Context: an optimization exercise on an open-source flow, tuned for small area, a short achievable clock period and few clock cycles. The choices shown serve that exercise and are no tape-out recipe. No functional check of the RTL was part of any run shown here. Power figures rest on the tool's default switching activity, not on a simulated workload.

==> design/flow/design.v <==
module hyb_encoder (
    input  wire        clk,
    input  wire        rst,
    input  wire [19:0] cfg_knee0,        
    input  wire [19:0] cfg_knee1,        
    input  wire [19:0] cfg_knee2,        
    input  wire [2:0]  cfg_log2_s,       
    input  wire [25:0] cfg_period_ns,    
    input  wire [4:0]  cfg_width,        
    input  wire        cfg_dither_en,    
    input  wire        cfg_colour_rot,   
    input  wire [1:0]  cfg_fc,           
    input  wire        in_valid,
    output wire        in_ready,
    input  wire [19:0] in_p,
    input  wire [3:0]  in_trim,          
    input  wire [1:0]  in_colour,
    input  wire        in_x0,            
    input  wire        in_y0,            
    output reg         out_valid,
    output reg  [7:0]  out_a,
    output reg  [16:0] out_h,
    output wire [9:0]  lad_addr,         
    input  wire [19:0] lad_rdata
);
    localparam integer R = 2;            
    localparam [2:0] S_IDLE = 3'd0,      
                     S_P    = 3'd1,      
                     S_DEC  = 3'd2,      
                     S_N    = 3'd3,      
                     S_FET  = 3'd4,      
                     S_WAIT = 3'd5,      
                     S_ZERO = 3'd6;      
    wire [2:0] k_req = (cfg_log2_s == 3'd7) ? 3'd6 : cfg_log2_s;
    reg  [2:0] k_use;
    integer jx;
    always @(*) begin
        k_use = 3'd0;
        for (jx = 1; jx <= 6; jx = jx + 1)
            if (jx <= k_req && {6'd0, cfg_period_ns} >= (32'd130208 << jx))
                k_use = jx[2:0];
    end
    reg [2:0] k_r;
    reg [4:0] width_r;
    reg [1:0] fc_r;
    reg       rot_r, dith_r;
    always @(posedge clk) begin
        k_r     <= k_use;
        width_r <= (cfg_width > 5'd16) ? 5'd16 : cfg_width;
        fc_r    <= cfg_fc;
        rot_r   <= cfg_colour_rot;
        dith_r  <= cfg_dither_en;
    end
    reg [2:0]  st;
    reg [19:0] p_r;
    reg [17:0] k_r2;          
    reg [3:0]  trim_r;
    reg [1:0]  col_r;
    reg        x0_r, y0_r;
    reg        zero_r;
    reg [7:0]  m;             
    reg [2:0]  b;             
    reg [19:0] lpa;           
    reg        lv;
    reg [7:0]  nmin, nhi;     
    reg [7:0]  j;             
    reg [3:0]  d_r;           
    reg [1:0]  c_r;           
    reg [7:0]  a_r;
    reg [19:0] kc_raw;
    always @(*) begin
        case (in_colour)
            2'd0:    kc_raw = cfg_knee0;
            2'd1:    kc_raw = cfg_knee1;
            default: kc_raw = cfg_knee2;
        endcase
    end
    wire [17:0] kc_in = (kc_raw < 20'h01000) ? 18'h01000 :
                        (kc_raw > 20'h30000) ? 18'h30000 : kc_raw[17:0];
    wire        bneg0 = trim_r[1];
    wire        bone0 = trim_r[0];
    wire        btwo0 = trim_r[1] & ~trim_r[0];
    wire        bneg1 = trim_r[3] & ~(trim_r[2] & trim_r[1]);
    wire        bone1 = trim_r[2] ^ trim_r[1];
    wire        btwo1 = (trim_r[3] & ~trim_r[2] & ~trim_r[1]) | (~trim_r[3] & trim_r[2] & trim_r[1]);
    wire [19:0] bm0   = ({20{bone0}} & {2'b0, k_r2}) | ({20{btwo0}} & {1'b0, k_r2, 1'b0});
    wire [19:0] bm1   = ({20{bone1}} & {2'b0, k_r2}) | ({20{btwo1}} & {1'b0, k_r2, 1'b0});
    wire [22:0] kx    = {k_r2, 3'b0, bneg0 & bneg1, bneg0 ^ bneg1};
    wire [22:0] ky    = bneg0 ? ~{3'b0, bm0} : {3'b0, bm0};
    wire [22:0] kz    = bneg1 ? ~{1'b0, bm1, 2'b0} : {1'b0, bm1, 2'b0};
    wire [22:0] ks    = kx ^ ky ^ kz;
    wire [22:0] kcy   = {(kx[21:0] & ky[21:0]) | (kx[21:0] & kz[21:0]) | (ky[21:0] & kz[21:0]), 1'b0};
    wire [5:0]  klow  = {1'b0, ks[4:0]} + {1'b0, kcy[4:0]};
    wire [18:0] kcar  = {j[2:0], nhi, nmin};
    wire [17:0] k_add = k_r2 + kcar[17:0] + {17'd0, kcar[18]};
    reg [1:0] m_dith;
    always @(*) begin
        case ({y0_r, x0_r})
            2'b00:   m_dith = 2'd0;
            2'b01:   m_dith = 2'd2;
            2'b10:   m_dith = 2'd3;
            default: m_dith = 2'd1;
        endcase
    end
    wire [1:0] cr    = rot_r ? col_r : 2'd0;
    wire [1:0] phi   = dith_r ? (m_dith + fc_r + cr) : 2'd0;
    wire [6:0] wphi  = width_r * phi;
    wire [3:0] d_w   = wphi[5:2];                           
    wire [1:0] c_w   = dith_r ? phi : 2'd2;                 
    wire        ltp   = lad_rdata < p_r;
    wire        ltk   = lad_rdata < {2'b0, k_r2};
    wire        kv    = (b <= 3'd5);              
    wire [7:0]  bit_b = 8'd1 << b;
    wire [7:0]  mask  = bit_b - 8'd1;
    wire [7:0]  probe = m | mask;
    wire [7:0]  above = m | bit_b;                
    wire [7:0]  np0   = m | (mask >> 1);          
    wire [7:0]  np1   = above | (mask >> 1);      
    wire [7:0]  up1   = (above > nmin) ? above : nmin;    
    wire [7:0]  dn0   = (probe < nhi) ? probe : nhi;      
    wire [7:0]  j1    = j + 8'd1;
    wire [8:0]  sumA  = {1'b0, j1} + {1'b0, nhi};
    wire [8:0]  sumB  = {1'b0, nmin} + {1'b0, j};
    wire [7:0]  midA  = sumA[8:1];                
    wire [7:0]  midB  = sumB[8:1];                
    wire        collA = (j1 == nhi);              
    wire        collB = (nmin == j);
    wire [8:0]  hi_d  = {1'b0, nhi} + {5'd0, d_r};
    wire [8:0]  lo_d  = {1'b0, nmin} + {5'd0, d_r};
    wire        dec_pa = (m == 8'd255) || (hi_d <= {1'b0, m});         
    wire        dec_n  = (nmin == nhi);                                
    wire [7:0]  dec_f  = lo_d[8] ? 8'd255 : lo_d[7:0];
    wire [8:0]  sumD  = {1'b0, nmin} + {1'b0, nhi};
    wire [7:0]  midD  = sumD[8:1];
    reg         dv_busy;
    reg         dv_init;
    reg  [4:0]  dv_cnt;
    reg  [19:0] dv_rem;
    reg  [19:0] dv_l;
    reg  [19:0] dv_q;
    reg  [R-1:0] dv_fb;
    reg  [7:0]  dv_a;
    reg  [1:0]  dv_c;
    reg [19:0] s_rem;
    reg [19:0] s_q;
    reg [20:0] s_sh;
    reg [21:0] s_sub;
    integer i;
    always @(*) begin
        s_rem = dv_rem;
        s_q   = dv_init ? 20'd0 : dv_q;
        for (i = 0; i < R; i = i + 1) begin
            s_sh  = {s_rem, dv_fb[R-1-i]};
            s_sub = {1'b0, s_sh} - {2'b0, dv_l};
            if (!s_sub[21]) s_rem = s_sub[19:0];
            else            s_rem = s_sh[19:0];
            s_q = {s_q[18:0], !s_sub[21]};
        end
    end
    reg [4:0] c_cnt;
    reg [1:0] c_j;
    integer kk;
    always @(*) begin
        kk    = k_r;
        c_cnt = (13 + kk + R - 1) / R;
        c_j   = R * ((13 + kk + R - 1) / R) - 13 - kk;
    end
    wire        last  = dv_busy && (dv_cnt == 5'd1);
    wire        dfree = !dv_busy || last;        
    wire        hand_d  = (st == S_DEC) && dec_pa && lv;
    wire        hand    = hand_d || (st == S_FET) || (st == S_WAIT) || (st == S_ZERO);
    wire        handoff = hand && dfree;
    reg         zp;
    wire        zskip   = (st == S_ZERO) && !dfree && !zp;
    assign in_ready = (st == S_IDLE) || handoff || zskip;
    wire   accept   = in_ready && in_valid;
    reg [7:0] an;
    always @(*) begin
        an = m;
        case (st)
            S_P:   an = ltp ? np1 : np0;
            S_DEC: an = dec_pa ? m : dec_n ? dec_f : midD;
            S_N:   an = ltk ? midA : midB;
            default: ;
        endcase
    end
    assign lad_addr = in_ready ? {in_colour, 8'd127} : {col_r, an};
    wire [19:0] o_sum = dv_q + {17'd0, c_o, 1'b1};
    reg  [1:0]  c_o;
    reg  [7:0]  a_o;
    reg         last_q, zq;
    always @(posedge clk) begin
        case (st)
            S_P: begin
                if (b == 3'd7) begin
                    k_r2 <= ks[22:5];
                    {j[2:0], nhi, nmin} <= {klow[5], kcy[22:5]};
                    c_r  <= c_w;
                    d_r  <= d_w;
                end else if (b == 3'd6) begin
                    k_r2 <= k_add;
                    nmin <= 8'd0;
                    nhi  <= 8'd255;
                end else if (kv) begin
                    if (ltk) nmin <= up1;
                    else     nhi  <= dn0;
                end
                if (ltp) m <= above;
                else begin
                    lpa <= lad_rdata;
                    lv  <= 1'b1;
                end
                b <= b - 3'd1;
                if (b == 3'd0) st <= S_DEC;
            end
            S_DEC: begin
                if (dec_pa) begin
                    a_r <= m;
                    if (!lv) st <= S_FET;
                    else st <= handoff ? S_IDLE : S_WAIT;
                end else if (dec_n) begin
                    a_r <= dec_f;
                    st  <= S_FET;
                end else begin
                    j  <= midD;
                    st <= S_N;
                end
            end
            S_N: begin
                if (ltk) begin
                    nmin <= j1;
                    j    <= midA;
                    if (collA) st <= S_DEC;
                end else begin
                    nhi  <= j;
                    j    <= midB;
                    if (collB) st <= S_DEC;
                end
            end
            S_FET: begin
                lpa <= lad_rdata;
                st  <= handoff ? S_IDLE : S_WAIT;
            end
            S_WAIT: if (handoff) st <= S_IDLE;
            S_ZERO: st <= (handoff || zskip) ? S_IDLE : S_WAIT;
            default: ;
        endcase
        if (accept) begin
            st     <= (in_p == 20'd0) ? S_ZERO : S_P;
            p_r    <= in_p;
            zero_r <= (in_p == 20'd0);
            k_r2   <= kc_in;
            trim_r <= in_trim;
            col_r  <= in_colour;
            x0_r   <= in_x0;
            y0_r   <= in_y0;
            m      <= 8'd0;
            b      <= 3'd7;
            lv     <= 1'b0;
        end
        if (dv_busy)
            dv_q <= s_q;
        if (handoff) begin
            dv_cnt  <= zero_r ? 5'd2 : c_cnt;
            dv_init <= 1'b1;
            dv_rem  <= p_r >> c_j;
            dv_fb   <= p_r[R-1:0] << (R - c_j);
            dv_l    <= zero_r ? 20'hFFFFF : (st == S_FET) ? lad_rdata : lpa;
            dv_a    <= zero_r ? 8'd0 : (st == S_DEC) ? m : a_r;
            dv_c    <= c_r;
        end else if (dv_busy) begin
            dv_cnt  <= dv_cnt - 5'd1;
            dv_init <= 1'b0;
            dv_rem  <= s_rem;
            dv_fb   <= {R{1'b0}};
        end
        if (handoff)
            dv_busy <= 1'b1;
        else if (last)
            dv_busy <= 1'b0;
        last_q <= last;
        if (last) begin
            a_o <= dv_a;
            c_o <= dv_c;
        end
        zq <= last_q && zp;
        if (zskip)
            zp <= 1'b1;
        else if (zq)
            zp <= 1'b0;
        out_valid <= last_q || zq;
        out_a     <= zq ? 8'd0 : a_o;
        out_h     <= zq ? 17'd0 : o_sum[19:3];
        if (rst) begin
            st        <= S_IDLE;
            dv_busy   <= 1'b0;
            last_q    <= 1'b0;
            zq        <= 1'b0;
            zp        <= 1'b0;
            out_valid <= 1'b0;
        end
    end
endmodule
==> design/flow/run.sh <==
#!/bin/bash
# synth_recipe.tcl (not shown) runs the flow's synth.tcl, then flattens the netlist and writes it again
# the make line also repeats each setting of config.mk as NAME=value (left out here)
make -C /OpenROAD-flow-scripts/flow DESIGN_CONFIG=/design/flow/config.mk WORK_HOME=/design/flow/orfs CLKGATE_MAP_FILE= SYNTH_SCRIPT=/design/flow/synth_recipe.tcl finish
==> design/flow/config.mk <==
export PLATFORM = sky130hd
export DESIGN_NAME = hyb_encoder
export DESIGN_NICKNAME = hyb_encoder
export VERILOG_FILES = /design/flow/design.v
export SDC_FILE = /design/flow/constraint.sdc
export NUM_CORES = 4
export LEC_CHECK = 0
export CAP_MARGIN = 20
export CORE_MARGIN = 2
export CORE_UTILIZATION = 40
export SETUP_SLACK_MARGIN = 5
export SLEW_MARGIN = 20
==> design/flow/constraint.sdc <==
create_clock -name core_clock -period 10.0 [get_ports {clk}]
set_input_delay 2.0000 -clock core_clock [delete_from_list [all_inputs] [get_ports {clk}]]
set_output_delay 2.0000 -clock core_clock [all_outputs]
set_load 0.01 [all_outputs]
==> results of run 1 <==
power groups by stage:
| stage | sequential (W) | combinational, W | clock, W |
|---|---|---|---|
| floorplan | 0.00136 | 0.00123 | 0 |
| global placement | 0.00144 | 0.00169 | 0 |
| detailed placement | 0.00144 | 0.00172 | 0 |
| CTS | 0.00142 | 0.00192 | 0.00122 |
| global route | 0.00143 | 0.00222 | 0.00125 |
| finish | 0.00142 | 0.00203 | 0.00120 |
metrics by stage:
stage | hold WS [ns] | utilization, % | setup slack (ns) | power, W | cell area, µm²
2_1_floorplan | 0.400 | - | 4.09 | 0.00258 | 19100
3_5_place_dp | 0.408 | 45.8 | 2.32 | 0.00316 | 21400
5_1_grt | 0.426 | 51.9 | 3.44 | 0.00490 | 24300
4_1_cts | 0.424 | 50.6 | 3.53 | 0.00456 | 23700
6_report | 0.420 | 51.9 | 3.57 | 0.00465 | 24300
3_3_place_gp | 0.406 | 45.8 | 2.32 | 0.00313 | 21400
per-layer routing:
| layer | GRT usage (%) | routed length (µm) | up-vias |
|---|---|---|---|
| li1 | - | - | 7974 |
| met4 | 8.61 | 2600 | 0 |
| met2 | 40.7 | 28200 | 620 |
| met3 | 3.89 | 4100 | 152 |
| met5 | 0 | 0 | - |
| met1 | 29.9 | 25300 | 8012 |
worst max-delay path, delay by kind of cell:
kind | cells | cell delay, ns
compound gates | 4 | 0.83
simple gates | 4 | 0.79
buf+inv | 4 | 0.54
fa+ha+maj | 1 | 0.26
repair_timing:
action	in CTS	in global routing
pin swaps	70	63
endpoints found under the setup margin	141	42
setup buffers	69	26
cloned	5	0
resized for setup	236	104
worst paths after layout:
| kind | endpoint | depth (start not counted) | slack [ns] | from |
|---|---|---|---|---|
| min reg2reg | a_o[6] | 0 | 0.42 | dv_a[6] |
| min | a_o[6] | 0 | 0.42 | dv_a[6] |
| max reg2reg | dv_rem[12] | 24 | 5.02 | dv_l[1] |
| max | lad_addr[0] | 13 | 3.57 | lad_rdata[16] |
cell usage after synthesis, types with 43 or more instances:
cell type  count  area share, %
a21o_1        47            1.9
a21oi_1      138            3.6
clkbuf_1      56            1.1
dfxtp_1       58            6.1
edfxtp_1     192             30
ha_1         171             11
inv_1        145            2.9
mux2i_1       49            2.6
nand2_1      189            3.7
nand3_1       43            1.1
nor2_1       131            2.6
nor2b_1       55            1.8
o21ai_0      108            2.8
xnor2_1       81            3.7
cell type report:
class                           count  area, µm²  area share [%]
Multi-Input combinational cell   1557      12100            50.0
Timing Repair Buffer              290       2740            11.3
Sequential cell                   250       6930            28.6
Clock inverter                     16        234           0.965
Clock buffer                       42        837            3.45
Inverter                          152        614            2.53
Timing Repair inverter              2       20.0          0.0825
Tap cell                          607        759            3.13
state kept, by name (all words and copies together) (netlist names), 3 cells and up:
signal	count
d_r	4
dv_q	20
k_r	3
out_a	8
p_r	20
a_r	8
nhi	8
k_r2	18
st	3
a_o	8
m	8
j	8
dv_rem	20
nmin	8
dv_a	8
out_h	17
trim_r	4
lpa	20
width_r	5
dv_cnt	5
dv_l	20
b	3
cell usage in the layout (no fill, tap or decap), types with 12 or more instances in the layout:
master | synthesis | final
xor2_1 | 35 | 35
a21o_1 | 47 | 46
mux2i_1 | 49 | 49
a31oi_1 | 24 | 24
o31a_1 | 12 | 12
inv_1 | 145 | 137
nor4_1 | 19 | 15
dfxtp_1 | 58 | 58
a21oi_1 | 138 | 122
mux2_2 | 29 | 21
clkbuf_16 | 0 | 31
ha_1 | 171 | 140
xnor2_1 | 81 | 79
nor3_1 | 39 | 36
o21a_1 | 23 | 23
nor2b_1 | 55 | 52
a22oi_1 | 25 | 23
nand3_1 | 43 | 39
nand2_1 | 189 | 178
o211ai_1 | 39 | 39
edfxtp_1 | 192 | 192
nand4_1 | 22 | 22
o21bai_1 | 16 | 15
nand2b_1 | 15 | 15
a21oi_2 | 2 | 16
or2_2 | 11 | 12
nor2_1 | 131 | 124
and3_1 | 20 | 17
o21ai_0 | 108 | 99
ha_4 | 0 | 24
clkdlybuf4s50_1 | 0 | 147
buf_6 | 5 | 22
buf_4 | 4 | 85
fa_1 | 28 | 26
logic make-up after synthesis:
logic type / Yosys count
AO/OA/AOI/OAI: 564
XOR/XNOR: 116
adder cells (fa/ha/maj): 200
buffers and inverters: 231
flip-flops: 250
multiplexers: 78
other: 1
AND/OR/NAND/NOR: 596
==> results.cfg, run 1 <==
[run_status]
outcome = finished clean

[power]
pwr-share-seq_pct = 30.6
p_comb_share_pct = 43.6
worst_ir_drop_vdd_mv = 0.170
power-per-cell-area_nw_per_um2 = 192
p_leak_nw = 9.65
p_switching_w = 0.00176
swShare_pct = 37.9
power.share.clock_pct = 25.8
p_int_w = 0.00289

[cells_and_area]
fillCellCount = 4294
num_antenna_cells = 0
fin_nets = 2632
final_cells = 2916
layout-area-overhead-vs-synth_pct = 27.4
drive_above_1_share_pct = 16.5

[synthesis]
synth-simple-area-share_pct = 15.1
yosysUniqueCellTypes = 87
ys_seq_area_share_pct = 36.4
synthAdderAreaFrac_pct = 14.2
synth_ff_type = edfxtp_1
syn_nets = 2384
synth_compound_area_share_pct = 19.8
synthMuxAreaShare_pct = 4.29
synth_area_per_cell_um2 = 9.35
synth_top_family_by_area = compound AO/OA/AOI/OAI gates
synth_area_um2 = 19000
ys_warn_count = 1
synth_seq_cells = 250
synth_edf_count = 192
synth-xor-area-share_pct = 5.34
netlist_instances = 2036
async_reset_ff_share_pct = 0

[worst_setup_path]
cp_data_required_time_ns = 8.00
crit_type = input port to primary output
arrival_ns = 4.43
slowest_delay_ns = 0.38
slowest_stage = nor4_4
path_cells = buf_12, ha_4, nand4_1, nor4_4, o311ai_2, o21ai_1, a221o_2, buf_6, buf_6, nor2_4, o211ai_1, nand4_1, buf_2
path_max_fanout = 4
startpoint_type = input port
cp-end-kind = primary output

[grt]
grt_max_degree = 54
grt_first_pass_wirelength_mm = 92.4
grt_pass1_vias = 16656
antenna_found_initial = 0
grt_overflow = 0
grt_usage_pct = 23.7

[timing]
period_minus_slack_ns = 6.43
setup_viol = 0
fmax_ghz = 0.155
relSlewSlack_pct = 26.2
rsz0062_at_grt = yes
worst_pin_slew_ns = 1.10
skew_ns = 0.0169
fin_crit_sh_pct = 64.3
hold_viol_final = 0
slew_viol_final = 0
setup_tns_ns = 0

[cts]
clk_pin_slew_worst_paths_ns = 0.06
clockBufferDepth = 3
cts_sinks = 250
clockRootBuffer = clkbuf_16
ctsHoldBuffers = 0
clock_latency_ns = 0.61
cts_buffers = 31
cts_max_level = 1
cts_tree = yes

[drt]
dr.pass1.iters = 6
via_count = 16758
drt-vias-per-instance = 5.75
drc_errors = 0
drtAntennaViolNets = 0
drt_iter0_drc = 1207
drt-total-wl_mm = 60.2
wl_per_cell_um = 20.6

[floorplanning]
die_y_um = 222
initial_core_util_pct = 40.7
die_area_um2 = 49400
row_count = 79
fp.dieW_um = 222
fp.coreArea_um2 = 46800
pin_count = 186

[run]
max_cap_viol_count = 0

[placement]
dp.cells = 2758
gp_congestion = 0.952
hpwl_mm = 44.1
io_buffer_count = 179

[min_path]
hold_class = flip-flop to flip-flop
==> run 2: changes to the inputs <==
==> design/flow/flow/run.sh (new file) <==
#!/bin/bash
set -euo pipefail
export SETUP_SLACK_MARGIN=5
export BUFFER_PORTS_ARGS="-buffer_cell sky130_fd_sc_hd__buf_4"
bash standard.sh > flow_make.log 2>&1
==> design/flow/standard.sh (new file) <==
#!/bin/bash
# synth_recipe.tcl (not shown) runs the flow's synth.tcl, then flattens the netlist and writes it again
# the make line also repeats each setting of config.mk as NAME=value (left out here)
make -C /OpenROAD-flow-scripts/flow DESIGN_CONFIG=/design/flow/config.mk WORK_HOME=/design/flow/orfs CLKGATE_MAP_FILE= SYNTH_SCRIPT=/design/flow/synth_recipe.tcl "${@:-finish}"
--- a/design/flow/config.mk
+++ b/design/flow/config.mk
@@ -8,5 +8,4 @@
 export CAP_MARGIN = 20
 export CORE_MARGIN = 2
 export CORE_UTILIZATION = 40
-export SETUP_SLACK_MARGIN = 5
 export SLEW_MARGIN = 20
removed: design/flow/run.sh
==> run 2 against run 1 <==
Setup slack worse by 0.020 ns. Final area decreased by 2.4%. Core utilization down 1.3 points. First-iteration DRC count is 10% higher. Critical endpoint is now lad_addr[3]. Global-route usage down 0.43 points. Non-clock buffer count fell by 12. Register-to-register slack worse by 0.13 ns. Die area stayed put. Sequential share of layout area grew 0.71 points.
==> results.cfg, run 2 <==
[synthesis]
synthTopCellsByArea = edfxtp_1, ha_1, dfxtp_1
synthTopCellsByCount = edfxtp_1, nand2_1, ha_1, inv_1, a21oi_1
synth_area_um2 = 19000
netlist.area_leader.share_pct = 30.3
yosysUniqueCellTypes = 87
synth_area_per_cell_um2 = 9.35
synth_ff_type = edfxtp_1
async_reset_ff_share_pct = 0
ys_seq_area_share_pct = 36.4
ys_warn_count = 1
syn_nets = 2384
synth_edf_count = 192
netlist_instances = 2036
synth_seq_cells = 250
synth_top_cell_by_area = edfxtp_1
yosysMostFrequentCell = edfxtp_1

[worst_setup_path]
cp-end-kind = primary output
path_max_fanout = 6
r2r_cells = 26
slowest_delay_ns = 0.47
cp_data_required_time_ns = 8.00
startpoint_type = input port
slowest_stage = or4_4
r2r-end = dv_rem[9]
rr_startpoint = dv_l[1]
path_cells = buf_4, ha_1, a21o_1, a21o_1, a21oi_2, o21ai_4, a221o_2, or4_4, a21oi_4, nand4b_1, buf_4
r2r_slack_ns = 4.89
crit_type = input port to primary output
path_buf_inv = 2
arrival_ns = 4.45
cpLargestDelayFamily = compound AO/OA/AOI/OAI gates

[timing]
setup_tns_ns = 0
skew_ns = 0.0229
slew_viol_final = 0
worst_pin_slew_ns = 1.08
relSlewSlack_pct = 27.6
fmax_ghz = 0.155
rsz0062_at_grt = yes
fin_ws_ns = 3.55
fin_crit_sh_pct = 64.5
hold_viol_final = 0
hold_slack_ns = 0.417
period_minus_slack_ns = 6.45
setup_viol = 0

[floorplanning]
die_y_um = 222
die_area_um2 = 49400
pin_count = 186
initial_core_util_pct = 40.7
fp.coreArea_um2 = 46800
fp.dieW_um = 222
row_count = 79

[run]
max_cap_viol_count = 0

[grt]
grt_first_pass_wirelength_mm = 90.5
grt_overflow = 0
grt_max_degree = 64
grt_usage_pct = 23.2
antenna_found_initial = 0
grt_pass1_vias = 16320

[cells_and_area]
final_cell_mix = buf_4, edfxtp_1, nand2_1, ha_1, inv_1
stdcell_area_um2 = 23700
fin_nets = 2619
layout_commonest_cell = buf_4
num_antenna_cells = 0
drive_above_1_share_pct = 22.0
layout-area-overhead-vs-synth_pct = 24.3

[placement]
io_buffer_count = 179
placed_area_um2 = 20900
hpwl_mm = 43.4
gp_congestion = 0.958
post-place-ws_ns = 3.10

[cts]
clk_pin_slew_worst_paths_ns = 0.06
ctsHoldBuffers = 0
clock_latency_ns = 0.62
cts_buffers = 31
clockRootBuffer = clkbuf_16
cts_tree = yes
clockBufferDepth = 3
cts_sinks = 250
cts_max_level = 1

[min_path]
min_to = a_o[6]
hold_class = flip-flop to flip-flop
hp-start = dv_a[6]
hold_depth = 0

[run_status]
outcome = finished clean

[drt]
drtAntennaViolNets = 0
via_count = 16594
dr.pass1.iters = 6
wl_per_cell_um = 20.5
drc_errors = 0
drt-total-wl_mm = 59.4
drt_iter0_drc = 1331
drt-vias-per-instance = 5.72

[power]
p_leak_nw = 9.72
worst_ir_drop_vdd_mv = 0.154
power-per-cell-area_nw_per_um2 = 187
[run 2: cell type report]
cell class	count	area, µm²
fillers	4266	23100
multi-input cells	1555	12100
flip-flops and latches	250	6930
repair buffers	278	2280
clock buffers	41	823
well taps	607	759
inverters	152	604
clock inverters	17	151
repair inverters	3	36.3
[run 2: how the worst max path moves through the flow]
stage                  start          end  slack, ns  depth (start not counted)
2_1_floorplan  lad_rdata[13]  lad_addr[3]       4.09                          9
6_report        lad_rdata[9]  lad_addr[3]       3.55                         11
5_1_grt               nhi[0]  lad_addr[1]       3.43                         19
3_3_place_gp    lad_rdata[9]  lad_addr[7]       3.17                         10
3_5_place_dp    lad_rdata[9]  lad_addr[7]       3.10                         10
4_1_cts               nhi[0]  lad_addr[7]       3.55                         17
[run 2: worst reg2reg max path, stage by stage, from the launching register on]
cell      delay (ns)
edfxtp_1        0.42
inv_2           0.11
ha_4            0.19
nor2b_4         0.12
o31a_1          0.31
o21ai_2         0.26
o211ai_1        0.11
buf_4           0.17
a31oi_4         0.18
buf_12          0.16
inv_16          0.05
mux2_4          0.33
ha_4            0.26
a21oi_1         0.25
a21bo_2         0.24
a311oi_4        0.07
o211ai_1        0.32
a211oi_2        0.12
buf_4           0.17
a311oi_4        0.24
buf_6           0.19
buf_12          0.12
buf_12          0.12
inv_12          0.04
buf_12          0.13
nand3_4         0.06
a31oi_4         0.08
[run 2: stage by stage]
step                      power, W  std cells  util (%)
after floorplan            0.00258       2036         -
after global placement     0.00311       2756      44.8
after detailed placement   0.00314       2756      44.8
after CTS                  0.00435       2873      49.1
after global routing       0.00467       2903      50.6
final                      0.00442       2903      50.6
[run 2: kinds of logic (layout without fill, tap and decap cells)]
kind of cell             after synthesis  after routing  synth area share (%)
AND/OR/NAND/NOR                      596            596                  15.1
AO/OA/AOI/OAI                        564            564                  19.8
multiplexers                          78             78                  4.29
other                                  1              1                0.0197
buffers and inverters                231            491                  4.88
flip-flops                           250            250                  36.4
XOR/XNOR                             116            116                  5.34
adder cells (fa/ha/maj)              200            200                  14.2
[run 2: repair_timing]
action,in CTS,in global routing
endpoints found under the setup margin,136,61
gates resized for setup,109,93
gates cloned,3,2
setup buffers,56,28
hold endpoints to repair,0,0
pin swaps,53,53
[run 2: where the power goes]
part	total, W	switching, W	leakage, nW	internal (W)
Combinational	0.00190	0.00106	6.98	0.000833
Sequential	0.00143	0.000173	2.26	0.00125
Clock	0.00109	0.000463	0.480	0.000630
[run 2: per-layer routing]
metal	global-route usage, %	up-vias	part of all wire [%]
li1	-	7964	-
met1	30.0	7882	43
met2	38.9	605	46
met3	3.60	143	6.2
met4	9.46	0	4.8
met5	0	-	0

-- separate check: timing with driven ports --
No port has a modelled driver above. Below, the same layouts with a new extraction and two added sets of constraints. Step 1 sets driving cells, clkbuf_16 on the clock port and buf_2 on the other inputs (assumed; they add their load-dependent delay and slew). Step 2 also shifts input and output timing later by t, the mid clock arrival at the registers, as if the neighbouring blocks saw the same clock. Three values: ideal, step 1, step 2; two values: the first two.
| run | t, ns | setup slack, ns | worst setup path at the end |
|---|---|---|---|
| run 1 | 0.661 | 3.568 / 3.510 / 3.510 | input to output |
| run 2 | 0.662 | 3.548 / 3.505 / 3.505 | input to output |
After both steps every run listed still meets setup and hold. The setup slack of run 1, which loses most, moves by -0.058 ns with the drivers and by -0.058 ns with both steps.
